From an optimization exercise on the open Yosys and OpenROAD flow, aimed at small area, a short achievable clock period and few clock cycles per item; shortcuts taken in it are not production practice.
For this run, only the layout was checked, not whether the RTL still works.

==> flow/design.v <==
module sbox_top (input wire [7:0] a, output wire [17:0] p);
    wire T1 = a[4] ^ a[7];
    wire T2 = a[2] ^ a[7];
    wire T3 = a[1] ^ a[7];
    wire T4 = a[2] ^ a[4];
    wire T6 = a[1] ^ a[3] ^ a[4] ^ a[7];
    wire T8 = a[0] ^ a[1] ^ a[3] ^ a[4] ^ a[7];
    wire T9 = a[0] ^ a[5] ^ a[6];
    wire T10 = a[1] ^ a[3] ^ a[4] ^ a[5] ^ a[6] ^ a[7];
    wire T13 = a[1] ^ a[2] ^ a[4] ^ a[7];
    wire T14 = a[1] ^ a[2] ^ a[3] ^ a[4] ^ a[6] ^ a[7];
    wire T15 = a[1] ^ a[2] ^ a[3] ^ a[6];
    wire T16 = a[1] ^ a[2] ^ a[3] ^ a[5];
    wire T17 = a[0] ^ a[1] ^ a[2] ^ a[3] ^ a[6];
    wire T19 = a[0] ^ a[4] ^ a[5] ^ a[6];
    wire T20 = a[0] ^ a[5] ^ a[6] ^ a[7];
    wire T22 = a[0] ^ a[1] ^ a[5] ^ a[6];
    wire T23 = a[0] ^ a[1] ^ a[2] ^ a[5] ^ a[6] ^ a[7];
    wire T24 = a[1] ^ a[2] ^ a[3] ^ a[4] ^ a[5] ^ a[6];
    wire T25 = a[1] ^ a[2] ^ a[3] ^ a[5] ^ a[7];
    wire T26 = a[2] ^ a[3] ^ a[5] ^ a[7];
    wire T27 = a[2] ^ a[4] ^ a[5] ^ a[7];
    wire U7 = a[0];
    wire M1 = T13 & T6;
    wire M2 = T23 & T8;
    wire M3 = T14 ^ M1;
    wire M4 = T19 & U7;
    wire M5 = M4 ^ M1;
    wire M6 = T3 & T16;
    wire M7 = T22 & T9;
    wire M8 = T26 ^ M6;
    wire M9 = T20 & T17;
    wire M10 = M9 ^ M6;
    wire M11 = T1 & T15;
    wire M12 = T4 & T27;
    wire M13 = M12 ^ M11;
    wire M14 = T2 & T10;
    wire M15 = M14 ^ M11;
    wire M16 = M3 ^ M2;
    wire M17 = M5 ^ T24;
    wire M18 = M8 ^ M7;
    wire M19 = M10 ^ M15;
    wire M20 = M16 ^ M13;
    wire M21 = M17 ^ M15;
    wire M22 = M18 ^ M13;
    wire M23 = M19 ^ T25;
    wire M24 = M22 ^ M23;
    wire M25 = M22 & M20;
    wire M26 = M21 ^ M25;
    wire M27 = M20 ^ M21;
    wire M28 = M23 ^ M25;
    wire M29 = M28 & M27;
    wire M30 = M26 & M24;
    wire M31 = M20 & M23;
    wire M32 = M27 & M31;
    wire M33 = M27 ^ M25;
    wire M34 = M21 & M22;
    wire M35 = M24 & M34;
    wire M36 = M24 ^ M25;
    wire M37 = M21 ^ M29;
    wire M38 = M32 ^ M33;
    wire M39 = M23 ^ M30;
    wire M40 = M35 ^ M36;
    wire M41 = M38 ^ M40;
    wire M42 = M37 ^ M39;
    wire M43 = M37 ^ M38;
    wire M44 = M39 ^ M40;
    wire M45 = M42 ^ M41;
    wire M46 = M44 & T6;
    wire M47 = M40 & T8;
    wire M48 = M39 & U7;
    wire M49 = M43 & T16;
    wire M50 = M38 & T9;
    wire M51 = M37 & T17;
    wire M52 = M42 & T15;
    wire M53 = M45 & T27;
    wire M54 = M41 & T10;
    wire M55 = M44 & T13;
    wire M56 = M40 & T23;
    wire M57 = M39 & T19;
    wire M58 = M43 & T3;
    wire M59 = M38 & T22;
    wire M60 = M37 & T20;
    wire M61 = M42 & T1;
    wire M62 = M45 & T4;
    wire M63 = M41 & T2;
    assign p = {M63, M62, M61, M60, M59, M58, M57, M56, M55, M54, M53, M52, M51, M50, M49, M48, M47, M46};
endmodule
module sbox_bot (input wire [17:0] p, output wire [7:0] y);
    assign y[0] = ~(p[0] ^ p[2] ^ p[3] ^ p[5] ^ p[12] ^ p[13] ^ p[15] ^ p[16]);
    assign y[1] = ~(p[4] ^ p[5] ^ p[7] ^ p[8] ^ p[12] ^ p[13] ^ p[15] ^ p[16]);
    assign y[2] = p[0] ^ p[2] ^ p[3] ^ p[4] ^ p[7] ^ p[8] ^ p[10] ^ p[11] ^ p[12] ^ p[14] ^ p[15] ^ p[16];
    assign y[3] = p[1] ^ p[2] ^ p[4] ^ p[5] ^ p[9] ^ p[10] ^ p[15] ^ p[16];
    assign y[4] = p[0] ^ p[1] ^ p[3] ^ p[4] ^ p[9] ^ p[10] ^ p[15] ^ p[16];
    assign y[5] = ~(p[0] ^ p[2] ^ p[6] ^ p[8] ^ p[12] ^ p[14] ^ p[15] ^ p[17]);
    assign y[6] = ~(p[0] ^ p[1] ^ p[6] ^ p[7] ^ p[9] ^ p[10] ^ p[15] ^ p[16]);
    assign y[7] = p[3] ^ p[4] ^ p[6] ^ p[7] ^ p[9] ^ p[10] ^ p[15] ^ p[16];
endmodule
module aes_sbox (input wire [7:0] a, output wire [7:0] y);
    wire [17:0] p;
    sbox_top u_t (.a(a), .p(p));
    sbox_bot u_b (.p(p), .y(y));
endmodule
module sbox_dual_top (input wire [7:0] a, input wire dec, output wire [17:0] p);
    wire T1 = dec ? (a[3] ^ a[4]) : (a[4] ^ a[7]);
    wire T2 = dec ? (~(a[6] ^ a[7])) : (a[2] ^ a[7]);
    wire T3 = dec ? (a[0] ^ a[1] ^ a[3] ^ a[4]) : (a[1] ^ a[7]);
    wire T4 = dec ? (~(a[3] ^ a[4] ^ a[6] ^ a[7])) : (a[2] ^ a[4]);
    wire T6 = dec ? (a[2] ^ a[4] ^ a[5] ^ a[6]) : (a[1] ^ a[3] ^ a[4] ^ a[7]);
    wire T8 = dec ? (~(a[4] ^ a[6] ^ a[7])) : (a[0] ^ a[1] ^ a[3] ^ a[4] ^ a[7]);
    wire T9 = dec ? (~(a[0] ^ a[3] ^ a[4])) : (a[0] ^ a[5] ^ a[6]);
    wire T10 = dec ? (a[0] ^ a[3] ^ a[6] ^ a[7]) : (a[1] ^ a[3] ^ a[4] ^ a[5] ^ a[6] ^ a[7]);
    wire T13 = dec ? (~(a[0] ^ a[1] ^ a[6] ^ a[7])) : (a[1] ^ a[2] ^ a[4] ^ a[7]);
    wire T14 = dec ? (~(a[0] ^ a[1] ^ a[2] ^ a[3] ^ a[6] ^ a[7])) : (a[1] ^ a[2] ^ a[3] ^ a[4] ^ a[6] ^ a[7]);
    wire T15 = dec ? (~(a[0] ^ a[1] ^ a[2] ^ a[4] ^ a[6] ^ a[7])) : (a[1] ^ a[2] ^ a[3] ^ a[6]);
    wire T16 = dec ? (~(a[1] ^ a[3] ^ a[5] ^ a[6])) : (a[1] ^ a[2] ^ a[3] ^ a[5]);
    wire T17 = dec ? (a[0] ^ a[1] ^ a[4] ^ a[5] ^ a[6]) : (a[0] ^ a[1] ^ a[2] ^ a[3] ^ a[6]);
    wire T19 = dec ? (~(a[0] ^ a[1] ^ a[4] ^ a[6])) : (a[0] ^ a[4] ^ a[5] ^ a[6]);
    wire T20 = dec ? (~(a[0] ^ a[1] ^ a[3] ^ a[6])) : (a[0] ^ a[5] ^ a[6] ^ a[7]);
    wire T22 = dec ? (~(a[4] ^ a[6])) : (a[0] ^ a[1] ^ a[5] ^ a[6]);
    wire T23 = dec ? (a[4] ^ a[7]) : (a[0] ^ a[1] ^ a[2] ^ a[5] ^ a[6] ^ a[7]);
    wire T24 = dec ? (~(a[0] ^ a[3])) : (a[1] ^ a[2] ^ a[3] ^ a[4] ^ a[5] ^ a[6]);
    wire T25 = dec ? (~(a[3] ^ a[4] ^ a[5])) : (a[1] ^ a[2] ^ a[3] ^ a[5] ^ a[7]);
    wire T26 = dec ? (~(a[0] ^ a[4] ^ a[5] ^ a[6])) : (a[2] ^ a[3] ^ a[5] ^ a[7]);
    wire T27 = dec ? (~(a[1] ^ a[2] ^ a[3] ^ a[4])) : (a[2] ^ a[4] ^ a[5] ^ a[7]);
    wire U7 = dec ? (~(a[2] ^ a[5] ^ a[7])) : (a[0]);
    wire M1 = T13 & T6;
    wire M2 = T23 & T8;
    wire M3 = T14 ^ M1;
    wire M4 = T19 & U7;
    wire M5 = M4 ^ M1;
    wire M6 = T3 & T16;
    wire M7 = T22 & T9;
    wire M8 = T26 ^ M6;
    wire M9 = T20 & T17;
    wire M10 = M9 ^ M6;
    wire M11 = T1 & T15;
    wire M12 = T4 & T27;
    wire M13 = M12 ^ M11;
    wire M14 = T2 & T10;
    wire M15 = M14 ^ M11;
    wire M16 = M3 ^ M2;
    wire M17 = M5 ^ T24;
    wire M18 = M8 ^ M7;
    wire M19 = M10 ^ M15;
    wire M20 = M16 ^ M13;
    wire M21 = M17 ^ M15;
    wire M22 = M18 ^ M13;
    wire M23 = M19 ^ T25;
    wire M24 = M22 ^ M23;
    wire M25 = M22 & M20;
    wire M26 = M21 ^ M25;
    wire M27 = M20 ^ M21;
    wire M28 = M23 ^ M25;
    wire M29 = M28 & M27;
    wire M30 = M26 & M24;
    wire M31 = M20 & M23;
    wire M32 = M27 & M31;
    wire M33 = M27 ^ M25;
    wire M34 = M21 & M22;
    wire M35 = M24 & M34;
    wire M36 = M24 ^ M25;
    wire M37 = M21 ^ M29;
    wire M38 = M32 ^ M33;
    wire M39 = M23 ^ M30;
    wire M40 = M35 ^ M36;
    wire M41 = M38 ^ M40;
    wire M42 = M37 ^ M39;
    wire M43 = M37 ^ M38;
    wire M44 = M39 ^ M40;
    wire M45 = M42 ^ M41;
    wire M46 = M44 & T6;
    wire M47 = M40 & T8;
    wire M48 = M39 & U7;
    wire M49 = M43 & T16;
    wire M50 = M38 & T9;
    wire M51 = M37 & T17;
    wire M52 = M42 & T15;
    wire M53 = M45 & T27;
    wire M54 = M41 & T10;
    wire M55 = M44 & T13;
    wire M56 = M40 & T23;
    wire M57 = M39 & T19;
    wire M58 = M43 & T3;
    wire M59 = M38 & T22;
    wire M60 = M37 & T20;
    wire M61 = M42 & T1;
    wire M62 = M45 & T4;
    wire M63 = M41 & T2;
    assign p = {M63, M62, M61, M60, M59, M58, M57, M56, M55, M54, M53, M52, M51, M50, M49, M48, M47, M46};
endmodule
module sbox_dual_bot (input wire [17:0] p, input wire dec, output wire [7:0] y);
    assign y[0] = dec ? (p[9] ^ p[11] ^ p[15] ^ p[17]) : (~(p[0] ^ p[2] ^ p[3] ^ p[5] ^ p[12] ^ p[13] ^ p[15] ^ p[16]));
    assign y[1] = dec ? (p[3] ^ p[4] ^ p[6] ^ p[7] ^ p[12] ^ p[13] ^ p[15] ^ p[16]) : (~(p[4] ^ p[5] ^ p[7] ^ p[8] ^ p[12] ^ p[13] ^ p[15] ^ p[16]));
    assign y[2] = dec ? (p[0] ^ p[1] ^ p[4] ^ p[5] ^ p[6] ^ p[8] ^ p[12] ^ p[13] ^ p[15] ^ p[16]) : (p[0] ^ p[2] ^ p[3] ^ p[4] ^ p[7] ^ p[8] ^ p[10] ^ p[11] ^ p[12] ^ p[14] ^ p[15] ^ p[16]);
    assign y[3] = dec ? (p[0] ^ p[2] ^ p[4] ^ p[5] ^ p[6] ^ p[7] ^ p[10] ^ p[11] ^ p[12] ^ p[13] ^ p[15] ^ p[17]) : (p[1] ^ p[2] ^ p[4] ^ p[5] ^ p[9] ^ p[10] ^ p[15] ^ p[16]);
    assign y[4] = dec ? (p[0] ^ p[2] ^ p[6] ^ p[8] ^ p[12] ^ p[13] ^ p[15] ^ p[16]) : (p[0] ^ p[1] ^ p[3] ^ p[4] ^ p[9] ^ p[10] ^ p[15] ^ p[16]);
    assign y[5] = dec ? (p[1] ^ p[2] ^ p[3] ^ p[4] ^ p[6] ^ p[8] ^ p[10] ^ p[11] ^ p[12] ^ p[14] ^ p[15] ^ p[16]) : (~(p[0] ^ p[2] ^ p[6] ^ p[8] ^ p[12] ^ p[14] ^ p[15] ^ p[17]));
    assign y[6] = dec ? (p[1] ^ p[2] ^ p[3] ^ p[4] ^ p[6] ^ p[8] ^ p[9] ^ p[10] ^ p[13] ^ p[14] ^ p[15] ^ p[17]) : (~(p[0] ^ p[1] ^ p[6] ^ p[7] ^ p[9] ^ p[10] ^ p[15] ^ p[16]));
    assign y[7] = dec ? (p[3] ^ p[5] ^ p[6] ^ p[8] ^ p[12] ^ p[13] ^ p[15] ^ p[16]) : (p[3] ^ p[4] ^ p[6] ^ p[7] ^ p[9] ^ p[10] ^ p[15] ^ p[16]);
endmodule
module round_s1 (
    input  wire [127:0] x,
    input  wire         dec,
    output wire [287:0] mid
);
    genvar i;
    generate
        for (i = 0; i < 16; i = i + 1) begin : g
            sbox_dual_top u (.a(x[8*i +: 8]), .dec(dec), .p(mid[18*i +: 18]));
        end
    endgenerate
endmodule
module round_s2 (
    input  wire [287:0] mid,
    input  wire         dec,
    input  wire         last,
    input  wire [127:0] k,
    output wire [127:0] y
);
    wire [127:0] sb, sr, isr, ua, mc;
    genvar i;
    generate
        for (i = 0; i < 16; i = i + 1) begin : g_sb
            sbox_dual_bot u (.p(mid[18*i +: 18]), .dec(dec), .y(sb[8*i +: 8]));
        end
        for (i = 0; i < 16; i = i + 1) begin : g_sr
            assign sr[127-8*i -: 8]  = sb[127-8*((i%4) + 4*(((i/4) + (i%4)) % 4)) -: 8];
            assign isr[127-8*i -: 8] = sb[127-8*((i%4) + 4*(((i/4) + 4 - (i%4)) % 4)) -: 8];
        end
        for (i = 0; i < 4; i = i + 1) begin : g_mc
            aes_mixcol_dual u (.a(ua[127-32*i -: 32]), .dec(dec), .y(mc[127-32*i -: 32]));
        end
    endgenerate
    assign ua = dec ? isr : sr;
    assign y = (last ? ua : mc) ^ k;
endmodule
module aes_xtime (
    input  wire [7:0] a,
    output wire [7:0] y
);
    assign y = {a[6:0], 1'b0} ^ (a[7] ? 8'h1b : 8'h00);
endmodule
module aes_mixcol_dual (
    input  wire [31:0] a,
    input  wire        dec,
    output wire [31:0] y
);
    wire [7:0] a0 = a[31:24];
    wire [7:0] a1 = a[23:16];
    wire [7:0] a2 = a[15:8];
    wire [7:0] a3 = a[7:0];
    wire [7:0] u0, u1, v0, v1;
    aes_xtime x_u0 (.a(a0 ^ a2), .y(u0));
    aes_xtime x_u1 (.a(u0), .y(u1));
    aes_xtime x_v0 (.a(a1 ^ a3), .y(v0));
    aes_xtime x_v1 (.a(v0), .y(v1));
    wire [7:0] p = dec ? u1 : 8'h00;
    wire [7:0] q = dec ? v1 : 8'h00;
    wire [7:0] b0 = a0 ^ p;
    wire [7:0] b1 = a1 ^ q;
    wire [7:0] b2 = a2 ^ p;
    wire [7:0] b3 = a3 ^ q;
    wire [7:0] x0, x1, x2, x3;
    aes_xtime u_x0 (.a(b0), .y(x0));
    aes_xtime u_x1 (.a(b1), .y(x1));
    aes_xtime u_x2 (.a(b2), .y(x2));
    aes_xtime u_x3 (.a(b3), .y(x3));
    assign y[31:24] = x0 ^ x1 ^ b1 ^ b2 ^ b3;
    assign y[23:16] = b0 ^ x1 ^ x2 ^ b2 ^ b3;
    assign y[15:8]  = b0 ^ b1 ^ x2 ^ x3 ^ b3;
    assign y[7:0]   = x0 ^ b0 ^ b1 ^ b2 ^ x3;
endmodule
module aes_mixcol (
    input  wire [31:0] a,
    output wire [31:0] y
);
    wire [7:0] a0 = a[31:24];
    wire [7:0] a1 = a[23:16];
    wire [7:0] a2 = a[15:8];
    wire [7:0] a3 = a[7:0];
    wire [7:0] x0, x1, x2, x3;
    aes_xtime u_x0 (.a(a0), .y(x0));
    aes_xtime u_x1 (.a(a1), .y(x1));
    aes_xtime u_x2 (.a(a2), .y(x2));
    aes_xtime u_x3 (.a(a3), .y(x3));
    assign y[31:24] = x0 ^ x1 ^ a1 ^ a2 ^ a3;
    assign y[23:16] = a0 ^ x1 ^ x2 ^ a2 ^ a3;
    assign y[15:8]  = a0 ^ a1 ^ x2 ^ x3 ^ a3;
    assign y[7:0]   = x0 ^ a0 ^ a1 ^ a2 ^ x3;
endmodule
module eround_s1 (
    input  wire [127:0] x,
    output wire [287:0] mid
);
    genvar i;
    generate
        for (i = 0; i < 16; i = i + 1) begin : g
            sbox_top u (.a(x[8*i +: 8]), .p(mid[18*i +: 18]));
        end
    endgenerate
endmodule
module eround_s2 (
    input  wire [287:0] mid,
    input  wire         last,
    input  wire [127:0] k,
    output wire [127:0] y
);
    wire [127:0] sb, sr, mc;
    genvar i;
    generate
        for (i = 0; i < 16; i = i + 1) begin : g_sb
            sbox_bot u (.p(mid[18*i +: 18]), .y(sb[8*i +: 8]));
        end
        for (i = 0; i < 16; i = i + 1) begin : g_sr
            assign sr[127-8*i -: 8] = sb[127-8*((i%4) + 4*(((i/4) + (i%4)) % 4)) -: 8];
        end
        for (i = 0; i < 4; i = i + 1) begin : g_mc
            aes_mixcol u (.a(sr[127-32*i -: 32]), .y(mc[127-32*i -: 32]));
        end
    endgenerate
    assign y = (last ? sr : mc) ^ k;
endmodule
module aes_inv_mixcol (
    input  wire [31:0] a,
    output wire [31:0] y
);
    wire [7:0] u0, u1, v0, v1;
    aes_xtime x_u0 (.a(a[31:24] ^ a[15:8]), .y(u0));
    aes_xtime x_u1 (.a(u0), .y(u1));
    aes_xtime x_v0 (.a(a[23:16] ^ a[7:0]), .y(v0));
    aes_xtime x_v1 (.a(v0), .y(v1));
    aes_mixcol u_m (.a(a ^ {u1, v1, u1, v1}), .y(y));
endmodule
module key_step_a (
    input  wire [255:0] k,
    input  wire         inv,
    input  wire         rot,
    output wire [71:0]  p
);
    wire [31:0] w   = inv ? k[159:128] : k[31:0];
    wire [31:0] sin = rot ? {w[23:0], w[31:24]} : w;
    sbox_top u_s0 (.a(sin[31:24]), .p(p[71:54]));
    sbox_top u_s1 (.a(sin[23:16]), .p(p[53:36]));
    sbox_top u_s2 (.a(sin[15:8]),  .p(p[35:18]));
    sbox_top u_s3 (.a(sin[7:0]),   .p(p[17:0]));
endmodule
module key_step_sub (
    input  wire [71:0] p,
    output wire [31:0] s
);
    sbox_bot u_s0 (.p(p[71:54]), .y(s[31:24]));
    sbox_bot u_s1 (.p(p[53:36]), .y(s[23:16]));
    sbox_bot u_s2 (.p(p[35:18]), .y(s[15:8]));
    sbox_bot u_s3 (.p(p[17:0]),  .y(s[7:0]));
endmodule
module key_step_next (
    input  wire [255:0] k,
    input  wire [31:0]  s,
    input  wire         inv,
    input  wire [7:0]   rcon,
    output wire [255:0] kn
);
    wire [31:0] w0 = k[255:224];
    wire [31:0] w1 = k[223:192];
    wire [31:0] w2 = k[191:160];
    wire [31:0] w3 = k[159:128];
    wire [31:0] w4 = k[127:96];
    wire [31:0] w5 = k[95:64];
    wire [31:0] w6 = k[63:32];
    wire [31:0] w7 = k[31:0];
    wire [31:0] t  = s ^ {rcon, 24'h0};
    wire [31:0] n0 = w0 ^ t;
    wire [31:0] n1 = w1 ^ n0;
    wire [31:0] n2 = w2 ^ n1;
    wire [31:0] n3 = w3 ^ n2;
    wire [31:0] p0 = w4 ^ t;
    wire [31:0] p1 = w5 ^ w4;
    wire [31:0] p2 = w6 ^ w5;
    wire [31:0] p3 = w7 ^ w6;
    assign kn = inv ? {p0, p1, p2, p3, k[255:128]} : {k[127:0], n0, n1, n2, n3};
endmodule
module xts_line_engine (
    input  wire         clk,
    input  wire         rst,
    input  wire         in_valid,
    output wire         in_ready,
    input  wire         in_decrypt,
    input  wire [255:0] in_key1,
    input  wire [255:0] in_key2,
    input  wire [39:0]  in_line,
    input  wire [47:0]  in_gen,
    input  wire [511:0] in_data,
    output wire         out_valid,
    input  wire         out_ready,
    output wire [511:0] out_data
);
    function automatic [127:0] bswap128(input [127:0] x);
        integer b;
        begin
            for (b = 0; b < 16; b = b + 1)
                bswap128[8*b +: 8] = x[8*(15-b) +: 8];
        end
    endfunction
    function automatic [255:0] bswap256(input [255:0] x);
        integer b;
        begin
            for (b = 0; b < 32; b = b + 1)
                bswap256[8*b +: 8] = x[8*(31-b) +: 8];
        end
    endfunction
    function automatic [127:0] mul_a(input [127:0] t);
        mul_a = {t[126:0], 1'b0} ^ {120'h0, (t[127] ? 8'h87 : 8'h00)};
    endfunction
    function automatic [127:0] mul_ainv(input [127:0] u);
        reg [127:0] v;
        begin
            v = u ^ {120'h0, (u[0] ? 8'h87 : 8'h00)};
            mul_ainv = {u[0], v[127:1]};
        end
    endfunction
    function automatic [7:0] rcon_of(input [3:0] i);
        rcon_of = i[0] ? 8'h00 : (8'h01 << i[3:1]);
    endfunction
    reg  [4:0]   dcnt;       
    reg  [4:0]   tcnt;       
    reg          has_n;      
    reg          t_done;     
    reg          d_valid;    
    reg          out_full;   
    reg          sw1;        
    reg          wr1;        
    reg          ld1;        
    reg          in_rdy;
    reg          n_dec;      
    reg          d_dec;      
    reg          go;         
    reg          en;         
    reg          ldsel;      
    reg          dec1;       
    reg          last2;      
    reg  [511:0] buffer;     
    reg  [511:0] obuf;       
    reg  [255:0] k1c;        
    reg  [255:0] k1n;        
    reg  [255:0] k2;         
    reg  [127:0] tc;         
    reg  [127:0] tr2;        
    reg  [287:0] tr1;        
    reg  [71:0]  ks1;        
    reg  [3:0]   ks_i;
    reg  [71:0]  kc1;        
    reg  [3:0]   kc_i;
    reg  [127:0] rk0;        
    assign in_ready  = in_rdy;
    assign out_valid = out_full;
    assign out_data  = obuf;
    wire acc  = in_valid & in_rdy;
    wire take = out_full & out_ready;
    wire d0   = (dcnt == 5'd0);
    wire ldn  = go & has_n;
    wire wr   = go & d_valid;
    wire tact = has_n & ~t_done;
    wire [4:0] dcnt_n     = d0 ? {4'd0, go} : ((dcnt == 5'd27) ? 5'd0 : dcnt + 5'd1);
    wire       d0_n       = (dcnt_n == 5'd0);
    wire       has_n_n    = acc | (has_n & ~ldn);
    wire       t_done_n   = ~(acc | ldn) & (t_done | (tact & (tcnt == 5'd27)));
    wire       d_valid_n  = go ? has_n : d_valid;
    wire       out_full_n = wr1 | (out_full & ~take);
    wire       n_dec_n    = acc ? in_decrypt : n_dec;
    wire       d_dec_n    = ldn ? n_dec : d_dec;
    wire       go_n       = d0_n & ~(d_valid_n & out_full_n) &
                            ((has_n_n & t_done_n) | (d_valid_n & ~has_n_n));
    always @(posedge clk) begin
        if (rst) begin
            dcnt     <= 5'd0;
            tcnt     <= 5'd0;
            has_n    <= 1'b0;
            t_done   <= 1'b0;
            d_valid  <= 1'b0;
            out_full <= 1'b0;
            sw1      <= 1'b0;
            wr1      <= 1'b0;
            ld1      <= 1'b0;
            in_rdy   <= 1'b1;
            n_dec    <= 1'b0;
            d_dec    <= 1'b0;
            go       <= 1'b0;
            en       <= 1'b0;
            ldsel    <= 1'b1;
            dec1     <= 1'b0;
            last2    <= 1'b1;
        end else begin
            dcnt     <= dcnt_n;
            has_n    <= has_n_n;
            t_done   <= t_done_n;
            d_valid  <= d_valid_n;
            out_full <= out_full_n;
            sw1      <= go;
            wr1      <= wr;
            ld1      <= ldn;
            in_rdy   <= ~has_n_n;
            n_dec    <= n_dec_n;
            d_dec    <= d_dec_n;
            go       <= go_n;
            en       <= ~d0_n | go_n;
            ldsel    <= (dcnt_n[4:1] == 4'd0);
            dec1     <= d0_n ? n_dec_n : d_dec_n;
            last2    <= d0_n | (dcnt_n == 5'd27);
            if (acc)
                tcnt <= 5'd1;
            else if (tact)
                tcnt <= tcnt + 5'd1;
        end
    end
    wire [127:0] tweak_in = bswap128({40'h0, in_gen, in_line});
    wire [255:0] key1_in  = bswap256(in_key1);
    wire [255:0] key2_in  = bswap256(in_key2);
    wire [287:0] te_mid;
    wire [127:0] te_y;
    eround_s1 u_te1 (.x(in_rdy ? (tweak_in ^ key2_in[255:128]) : tr2), .mid(te_mid));
    eround_s2 u_te2 (.mid(tr1), .last(tcnt == 5'd27), .k(k2[127:0]), .y(te_y));
    wire [71:0]  ks_p;
    wire [31:0]  ks_s;
    wire [255:0] k2_next, k1n_next;
    wire [3:0]   ks_idx = in_rdy ? 4'd0 : tcnt[4:1];
    key_step_a    u_ksa (.k(in_rdy ? key2_in : (tcnt[0] ? k1n : k2)), .inv(1'b0),
                         .rot(in_rdy | ~ks_idx[0]), .p(ks_p));
    key_step_sub  u_kss (.p(ks1), .s(ks_s));
    key_step_next u_kn2 (.k(k2),  .s(ks_s), .inv(1'b0), .rcon(rcon_of(ks_i)), .kn(k2_next));
    key_step_next u_kn1 (.k(k1n), .s(ks_s), .inv(1'b0), .rcon(rcon_of(ks_i)), .kn(k1n_next));
    wire [127:0] tn = bswap128(tr2);
    always @(posedge clk) begin
        tr1  <= te_mid;
        ks1  <= ks_p;
        ks_i <= ks_idx;
        if (acc) begin
            k2    <= key2_in;
            k1n   <= key1_in;
        end else begin
            if (tact & tcnt[0])
                tr2 <= te_y;
            else if (go)
                tr2 <= bswap128(mul_a(tn));
            if (tact & tcnt[0] & (tcnt != 5'd27))
                k2 <= k2_next;
            if (tact & ~tcnt[0] & (tcnt != 5'd0) & n_dec)
                k1n <= k1n_next;
        end
    end
    wire [127:0] k1c_hi = k1c[255:128];
    wire [127:0] k1c_hi_imc;
    genvar c;
    generate
        for (c = 0; c < 4; c = c + 1) begin : g_kimc
            aes_inv_mixcol u (.a(k1c_hi[127-32*c -: 32]), .y(k1c_hi_imc[127-32*c -: 32]));
        end
    endgenerate
    wire [127:0] rk2 = d_dec ? (last2 ? k1c_hi : k1c_hi_imc) : k1c[127:0];
    always @(posedge clk)
        rk0 <= n_dec ? k1n[127:0] : k1n[255:128];
    wire [127:0] tn2 = mul_a(mul_a(tn));
    wire [127:0] tc2 = mul_a(mul_a(tc));
    wire [127:0] r2_0, r2_1;
    wire [127:0] res0 = bswap128(r2_0) ^ tc;
    wire [127:0] res1 = bswap128(r2_1) ^ tc2;
    data_unit u_d0 (
        .clk(clk), .en(en), .ldsel(ldsel),
        .ld(bswap128(buffer[127:0]) ^ (bswap128(tn) ^ rk0)),
        .dec1(dec1), .dec2(d_dec), .last2(last2), .rk(rk2), .r2(r2_0)
    );
    data_unit u_d1 (
        .clk(clk), .en(en), .ldsel(ldsel),
        .ld(bswap128(buffer[383:256]) ^ (bswap128(tn2) ^ rk0)),
        .dec1(dec1), .dec2(d_dec), .last2(last2), .rk(rk2), .r2(r2_1)
    );
    wire [3:0]   kc_q   = dcnt[4:1];
    wire [3:0]   kc_idx = d_dec ? (4'd12 - kc_q) : kc_q;
    wire [71:0]  kc_p;
    wire [31:0]  kc_s;
    wire [255:0] k1c_next;
    key_step_a    u_kca (.k(k1c), .inv(d_dec), .rot(~kc_idx[0]), .p(kc_p));
    key_step_sub  u_kcs (.p(kc1), .s(kc_s));
    key_step_next u_kcn (.k(k1c), .s(kc_s), .inv(d_dec), .rcon(rcon_of(kc_i)), .kn(k1c_next));
    always @(posedge clk) begin
        kc1  <= kc_p;
        kc_i <= kc_idx;
        if (ldn)
            k1c <= k1n;
        else if (~dcnt[0] & ~d0)
            k1c <= k1c_next;
        if (go)
            tc <= mul_a(tc);
        else if (ld1)
            tc <= mul_ainv(tn);
    end
    always @(posedge clk) begin
        if (acc) begin
            buffer <= in_data;
        end else if (go) begin
            buffer[127:0]   <= buffer[255:128];
            buffer[383:256] <= buffer[511:384];
        end
    end
    always @(posedge clk) begin
        if (wr | wr1) begin
            obuf[127:0]   <= obuf[255:128];
            obuf[255:128] <= res0;
            obuf[383:256] <= obuf[511:384];
            obuf[511:384] <= res1;
        end
    end
endmodule
module data_unit (
    input  wire         clk,
    input  wire         en,
    input  wire         ldsel,
    input  wire [127:0] ld,
    input  wire         dec1,
    input  wire         dec2,
    input  wire         last2,
    input  wire [127:0] rk,
    output reg  [127:0] r2
);
    reg  [287:0] r1;
    wire [287:0] mid;
    wire [127:0] y;
    round_s1 u_s1 (.x(ldsel ? ld : r2), .dec(dec1), .mid(mid));
    round_s2 u_s2 (.mid(r1), .dec(dec2), .last(last2), .k(rk), .y(y));
    always @(posedge clk) begin
        if (en) begin
            r1 <= mid;
            r2 <= y;
        end
    end
endmodule
==> flow/flow/run.sh <==
#!/bin/bash
# Layout flow: the standard flow (standard.sh), with the standard
# synthesis run first and unchanged, then the layout steps with a tighter
# setup-repair target (flow/setup_margin.txt, in ns of slack at the 10 ns
# clock) so repair_timing also works on paths shorter than the clock period.
# Each make run's output goes to its own log file here.
set -euo pipefail
MARGIN=$(cat flow/setup_margin.txt)
bash standard.sh synth > synth.log 2>&1
bash standard.sh SETUP_SLACK_MARGIN=$MARGIN finish > layout.log 2>&1
==> flow/flow/setup_margin.txt <==
6.0
==> flow/standard.sh <==
#!/bin/bash
# synth_recipe.tcl (not shown) runs the flow's synth.tcl, then flattens the netlist and writes it again
# the make line also repeats each setting of config.mk as NAME=value (left out here)
make -C /OpenROAD-flow-scripts/flow DESIGN_CONFIG=/design/flow/config.mk WORK_HOME=/design/flow/orfs CLKGATE_MAP_FILE= SYNTH_SCRIPT=/design/flow/synth_recipe.tcl "${@:-finish}"
==> flow/config.mk <==
export PLATFORM = sky130hd
export DESIGN_NAME = xts_line_engine
export DESIGN_NICKNAME = xts_line_engine
export VERILOG_FILES = /design/flow/design.v
export SDC_FILE = /design/flow/constraint.sdc
export NUM_CORES = 8
export LEC_CHECK = 0
export CAP_MARGIN = 30
export CORE_MARGIN = 2
export CORE_UTILIZATION = 45
export PLACE_DENSITY = 0.6
export SLEW_MARGIN = 30
==> flow/constraint.sdc <==
create_clock -name core_clock -period 10.0 [get_ports {clk}]
set_input_delay 2.0000 -clock core_clock [delete_from_list [all_inputs] [get_ports {clk}]]
set_output_delay 2.0000 -clock core_clock [all_outputs]
set_load 0.01 [all_outputs]
==> impl_metrics.tcl <==
set metrics [dict create \
    outcome "finished clean" \
    grt_overflow 0 \
    floorplan.initialDensity 0.4515 \
    cpLargestDelayFamily "XOR/XNOR gates" \
    dp_hpwl_mm 1034 \
    synth_top_area_frac 0.3228 \
    tightest_slew_ns 1.334 \
    finish.utilization 0.6729 \
    netlist-cell-type-count 131 \
    worstSetupStartpointType "flip-flop" \
    syn_inst 26140 \
    syn_avg_cell_area_um2 10.25 \
    criticalPathCategory "reg2reg" \
    io_buffers 1630 \
    critical_path_arrival_ns 5.34 \
    crit_slowest_cell "edfxtp_1" \
    whs_ns 0.4451 \
    row_count 283 \
    grt_usage 0.4381 \
    synth_top_area_cell "edfxtp_1" \
    postSynthNetCount 27260 \
    finalHoldViolCount 0 \
    synth-seq-cells 3472 \
    num-fill-cells 43590 \
    rsz0062_at_grt "yes" \
    crit_buf_inv 4 \
    cts_buffers 408 \
    wl_mm 1432 \
    ys_async_sr_fraction 0 \
    crit_fanout 3 \
    dieArea_um2 601600 \
    tritoncts "yes" \
    grt_max_degree 226 \
    clk_pin_slew_ns 0.07 \
    final-seq-area_um2 98380 \
    timing.slew.headroom 0.1107 \
    min_period_over_period 0.4520 \
    path_common_cell "xnor2_4" \
    ctsHoldBuffers 0 \
    drive_gt1_frac 0.3678 \
    insertion_delay_ns 1.13 \
    final_nets 33340 \
    final_common_cell "xnor2_1" \
    fin_crit_ns 4.520 \
    slew_violations 0 \
    cp_cell_sequence "xnor2_4 -> xnor3_1 -> xnor3_2 -> mux2_4 -> xnor2_4 -> buf_12 -> xnor2_4 -> buf_6 -> nor2_4 -> mux2i_2 -> buf_4 -> buf_4 -> xor2_1 -> xnor2_1 -> o21ai_1 -> xor2_2" \
    hold_class "reg2reg" \
    synth_edf_count 2880 \
    wire_per_inst_um 34.75 \
    dr.pass1.iters 7 \
    multiInputGateArea_um2 208300 \
    htreeDepth 5 \
    syn_area_um2 267900 \
    drc 0 \
    ys_seq_area_frac 0.3670 \
    drtIter0Drc 32090 \
    skew_ns 0.1317 \
    most-common-layout-cells "4,260 x xnor2_1, 3,803 x buf_4, 3,370 x nand2_1" \
    fin_setup_tns_ns 0 \
    die_h_um 775.6 \
    yosysWarnings 2 \
    coreArea_um2 593500 \
    setup_violations 0 \
    worst_slack_ns 5.480 \
    ioPinCount 1631 \
    timing.fmax_mhz 221.2 \
    drt-vias-per-instance 5.804 \
    critPathCaptureType "flip-flop" \
    drtAntennaViolNets 0 \
    clock_sinks 3472 \
    drv_cap 0 \
    first_global_vias 215900 \
    globalplace.congestion 1.044 \
    die_x_um 775.6 \
    grt_pass1_wl_mm 1815 \
    antenna_found_initial 225 \
    num_vias 239200 \
    required_ns 10.82 \
    cpPeakStageDelay_ns 0.50 \
    ys_dominant_reg_cell "edfxtp_1" \
    synth.area.top_cells "edfxtp_1 32%, xnor2_1 20%, xor2_1 8.9%, nand2_1 5.0%, dfxtp_1 4.4%" \
    syn2layout_area_growth_pct 49.06 \
    cts-root-buf "clkbuf_16" \
    cts_buffer_depth 4 \
    dp_slack_ns 2.841 \
]
[state kept, by name, indices dropped and copies added (netlist names), 256 cells and up]
signal,flops
buffer,512
obuf,512
tr1,288
u_d0.r1,288
u_d1.r1,288
k1c,256
k1n,256
k2,256
[kinds of logic (layout without fill, tap and decap cells)]
logic type,Yosys count,after routing,synth area share
flops,3472,3472,0.3670
fa+ha+maj,23,23,0.0009153
mux,1328,1328,0.05974
buf+inv,1382,7783,0.02298
compound gates,3356,3357,0.07451
simple gates,6846,6848,0.1063
xor+xnor,9732,9758,0.3685
other cells,0,810,0
[worst paths after layout]
check	slack (ns)	cells after the start	startpoint	to
worst min register to register	0.45	0	obuf[195]	obuf[67]
worst max-delay path	5.48	16	u_d1.r1[186]	u_d1.r2[57]
worst max register to register	5.48	16	u_d1.r1[186]	u_d1.r2[57]
worst min-delay path	0.45	0	obuf[195]	obuf[67]
[cells in the mapped netlist (33+ instances only)]
cell type and instances:
xnor2_1 5996, o31ai_1 33, mux2i_1 717, o21ai_1 108, xor2_2 36, mux4_2 52
xnor2_2 141, buf_1 103, mux2_2 355, a21oi_1 916, buf_2 248, nor2_1 2159
and2_1 166, nand3b_1 33, o22ai_1 88, o211ai_1 193, a21boi_0 51, nor2b_1 155
mux2i_4 97, nor3b_1 47, or2_2 64, clkbuf_1 782, buf_4 49, nand2b_1 193
inv_1 135, mux2i_2 105, a31oi_1 44, a22oi_1 51, a211oi_1 104, nand2_1 3540
o21a_1 37, a21o_1 66, edfxtp_1 2880, xor3_1 317, buf_6 34, xnor3_1 521
xor2_1 2708, nand3_1 137, o21ai_0 1290, and3_1 60, dfxtp_1 592, or3_1 42
a211o_1 37, o21bai_1 33, nor3_1 153
[repair_timing]
action	CTS	global route
setup buffers	2829	1781
pin swaps	1598	2156
setup endpoints to repair	2594	1506
cloned	83	30
gates resized for setup	5494	3887
hold endpoints to repair	0	0
[metal layers]
metal	wire (um)	global-route usage
met5	417	0.0001581
met4	154300	0.3670
met3	173500	0.1236
met2	592100	0.6233
met1	511900	0.5511
[cell type report]
cell class | instances | share of cell area
clock inverters | 242 | 0.006072
repair buffers | 6869 | 0.1666
well taps | 7837 | 0.02455
repair inverters | 7 | 0.0002036
diodes | 810 | 0.005075
inverters | 149 | 0.001886
multi-input cells | 21310 | 0.5216
flip-flops and latches | 3472 | 0.2464
clock buffers | 516 | 0.02762
[through the flow]
step | cell area (um2) | instances
3_3_place_gp | 293900 | 34910
5_1_grt | 399100 | 41120
3_5_place_dp | 294800 | 34920
6_report | 399400 | 41220
4_1_cts | 362600 | 38590
2_1_floorplan | 268100 | 26140

separate check: timing with driven ports:
The results above use ideal ports. As a check the final layout listed here was re-extracted and re-timed, cells and wires unchanged. Step 1 sets driving cells, clkbuf_16 on the clock port and buf_2 on the other inputs (assumed; they add their load-dependent delay and slew). Step 2 adds t to the input delays and takes it off the output delays; t is the mean of the earliest and latest rising clock arrival at the registers after step 1. Input paths then give back, and output paths get back, about the clock's delay inside the block. Slacks: ideal / step 1 / step 2; pairs: ideal / step 1.
t (ns): 1.212
setup slack, ns: 5.480 / 5.480 / 4.685
worst setup path at the end: input to register
After both steps this run still meets setup and hold. The setup slack of this run moves by 0.000 ns with the drivers and by -0.795 ns with both steps.
